Background: an optimization exercise with open tools, aiming at small area, a short achievable clock period and few clock cycles. Do not read the settings as production practice. In this exercise RTL edits were held to simulation tests only and were not proved equivalent to the original.

## old
## cvu_crc_engine
module cvu_crc_engine (
    input  wire        clk,
    input  wire        rst,
    output wire        ready,
    input  wire        start,
    input  wire [3:0]  preset,
    input  wire [6:0]  width,
    input  wire [63:0] poly,
    input  wire [63:0] init,
    input  wire [63:0] xorout,
    input  wire        refin,
    input  wire        refout,
    input  wire [24:0] length,
    input  wire [7:0]  control,
    input  wire [7:0]  checker_sel,
    input  wire [31:0] alive_ofs,
    input  wire [63:0] seed,
    input  wire [63:0] expect_val,
    output wire        in_ready,
    input  wire        in_valid,
    input  wire [31:0] in_data,
    input  wire        in_err,
    input  wire        alive_clr,
    input  wire [5:0]  alive_clr_id,
    output wire        done,
    output wire [63:0] result,
    output wire [7:0]  status,
    output wire [7:0]  alive
);
    localparam S_OK       = 3'd0;
    localparam S_MISMATCH = 3'd1;
    localparam S_REPEAT   = 3'd2;
    localparam S_STALE    = 3'd3;
    localparam S_FIELD    = 3'd4;
    localparam S_MEMORY   = 3'd6;
    integer i, j, n, k;
    function [63:0] rev64(input [63:0] x);
        integer q;
        for (q = 0; q < 64; q = q + 1) rev64[q] = x[63 - q];
    endfunction
    function [7:0] rev8(input [7:0] x);
        integer q;
        for (q = 0; q < 8; q = q + 1) rev8[q] = x[7 - q];
    endfunction
    reg        busy;        
    reg        rdy;         
    reg        st1, st2, st3;   
    reg        eok;         
    reg        fe;          
    reg        inr;         
    reg        allin;       
    reg        memerr;
    reg [3:0]  d_pre;
    reg [6:0]  d_w;         
    reg        d_ri, d_ro;
    reg [4:0]  d_ctl;       
    reg [5:0]  d_chk;
    reg        rsv;         
    reg [63:0] seed_r;      
  ...
Size: ~10000 cells after synthesis, roughly 870 flip-flops, roughly 530 I/O pins, ~81000 sq um of cells after synthesis.
Settings: LEC_CHECK=0, CAP_MARGIN=20, CORE_MARGIN=2, CORE_UTILIZATION=30, SETUP_SLACK_MARGIN=0.5, SLEW_MARGIN=20; clock period 22.0 ns.
standard.sh (not shown) runs the stock make flow with config.mk's settings and CLKGATE_MAP_FILE= SYNTH_SCRIPT=/design/flow/synth_recipe.tcl, a recipe that flattens the netlist after the stock synthesis.
==> flow/flow/run.sh <==
#!/bin/bash
# Layout flow: the standard layout (standard.sh runs the standard
# synthesis and the ORFS steps unchanged) with three settings changed:
#  - timing repair aims at a setup slack of 16.5 ns instead of 0.5 ns, so it
#    keeps shortening paths after the 22 ns clock is met;
#  - repair may swap a cell for one with another footprint;
set -euo pipefail
bash standard.sh SETUP_SLACK_MARGIN=16.5 MATCH_CELL_FOOTPRINT=0 \
    "BUFFER_PORTS_ARGS=-buffer_cell sky130_fd_sc_hd__buf_1" finish > flow_make.log 2>&1
Testbench counts of old, summed over its fixed seeds: cycles 129,731.
diff inputs: old => new
--- a/flow/design.v
+++ b/flow/design.v
@@ -51,17 +51,17 @@
     reg        allin;       
     reg        memerr;
     reg [3:0]  d_pre;
     reg [6:0]  d_w;         
     reg        d_ri, d_ro;
     reg [4:0]  d_ctl;       
     reg [5:0]  d_chk;
     reg        rsv;         
-    reg [63:0] seed_r;      
+    reg [63:48] seed_hi;    
     reg [22:0] cnt;         
     reg        tl;          
     reg [1:0]  pad;         
     reg [22:0] oc;          
     reg [1:0]  ob;          
     reg        o_hi;        
     reg [3:0]  ctr;
     reg        d_refin, d_refl;
@@ -160,16 +160,17 @@
     end
     reg [63:0] hi_mask;     
     always @(*) begin
         for (i = 0; i < 64; i = i + 1)
             hi_mask[i] = (w_eff <= i);
     end
     wire [1:0]  len10  = 2'd0 - pad;
     wire        ofs_ge = o_hi || ({oc, ob} >= {cnt, len10});
+    wire [63:0] seed_r = {seed_hi, extra, prev};
     wire        fe_now = rsv || ((seed_r & hi_mask) != 64'd0) ||
                          ((ev & hi_mask) != 64'd0) || (c_alive_en && ofs_ge);
     wire [63:0] x_eff  = c_partial ? 64'd0 : p_is ? p_xorout : result_r;
     wire take    = in_valid & inr;
     wire last_bt = (cnt == 23'd0) | ((cnt == 23'd1) & ~tl);
     reg [7:0]  wb [0:3];
     reg [31:0] wnew;
     always @(*) begin
@@ -237,17 +238,17 @@
             end
             if (upd)
                 chk_valid[d_chk] <= 1'b1;
             if (clr_q)
                 chk_valid[clr_id_q] <= 1'b0;
         end
     end
     always @(posedge clk) begin
-        seed_r      <= seed;
+        seed_hi     <= seed[63:48];
         gs          <= gg;          
         chk_valid_r <= chk_valid[d_chk];
         chk_last_r  <= chk_last[d_chk];
         clr_id_q    <= alive_clr_id;
         if (upd)
             chk_last[d_chk] <= ctr;
         if (~busy) begin
             d_pre     <= preset;
@@ -269,16 +270,18 @@
         if (st1) begin
             d_refin <= p_is ? p_refin : d_ri;
             d_refl  <= (p_is ? p_refout : d_ro) & ~c_partial;
             fe      <= fe_now;
         end
         if (~busy) begin
             cnt  <= length[24:2];
             oc   <= alive_ofs[24:2];
+            prev <= seed[23:0];
+        end else if (st1) begin
             prev <= 24'd0;
         end else if (take) begin
             cnt  <= cnt_dec;
             oc   <= oc - 23'd1;
             prev <= in_data[31:8];
         end
         if (take & (oc == 23'd0))
             ctr <= ctr_in;
@@ -290,18 +293,19 @@
         else if (st2)
             crc <= sv96[95:32];
         else if (~busy)
             crc <= init;
         else if (st1) begin
             if (c_seed_en)  crc <= seed_r;
             else if (p_is)  crc <= p_init;
         end
-        if (wv)       extra <= 24'd0;
-        else if (st2) extra <= sv96[31:8];
+        if (wv)         extra <= 24'd0;
+        else if (st2)   extra <= sv96[31:8];
+        else if (~busy) extra <= seed[47:24];
         if (~busy)    ev <= expect_val;
         else if (st1) ev <= ev ^ x_eff;
         else if (st3) ev <= d_refl ? rev64(ev) : sh_out;
         if (fin_ok)
             result_r <= res_val;
         else if (fin_fe | fin_mem)
             result_r <= 64'd0;
         else if (~busy)
On initial cell density of the core, new and old are basically level.
Hold slack: higher on new
Relative to old, number of flops mapped to enable cells by yosys has gone up in new.
Diff old -> new: length of routed met2 wiring saw an increase; final cell count shows no meaningful change; area of the die decreased by 2200 sq um relative to the old numbers; adder-cell share of the synthesized area has remained practically unchanged.
Testbench counts of new, summed over its fixed seeds: cycles 129,731.

-- afterwards: timing with drivers on the ports --
No port has a modelled driver above. Below, the same layouts with a new extraction and two added sets of constraints. Step 1, drivers: a clkbuf_16 drives clk and a buf_2 each remaining input, both assumed. Step 2 moves the port delays by t, midway between the first and last clock arrival at a register: inputs arrive t later, outputs are due t later. That takes back most of the time a late clock gives input paths. Slacks: no drivers / after step 1 / after step 2; pairs: no drivers / after step 1.
| run | shift t [ns] | setup slack, ns | hold WS [ns] |
|---|---|---|---|
| old | 0.837 | 16.217 / 16.129 / 15.930 | 0.439 / 0.439 / 0.439 |
| new | 0.871 | 16.130 / 16.040 / 15.792 | 0.461 / 0.461 / 0.461 |
After both steps every run listed still meets setup and hold. The setup slack of new, which loses most, moves by -0.090 ns with the drivers and by -0.338 ns with both steps.
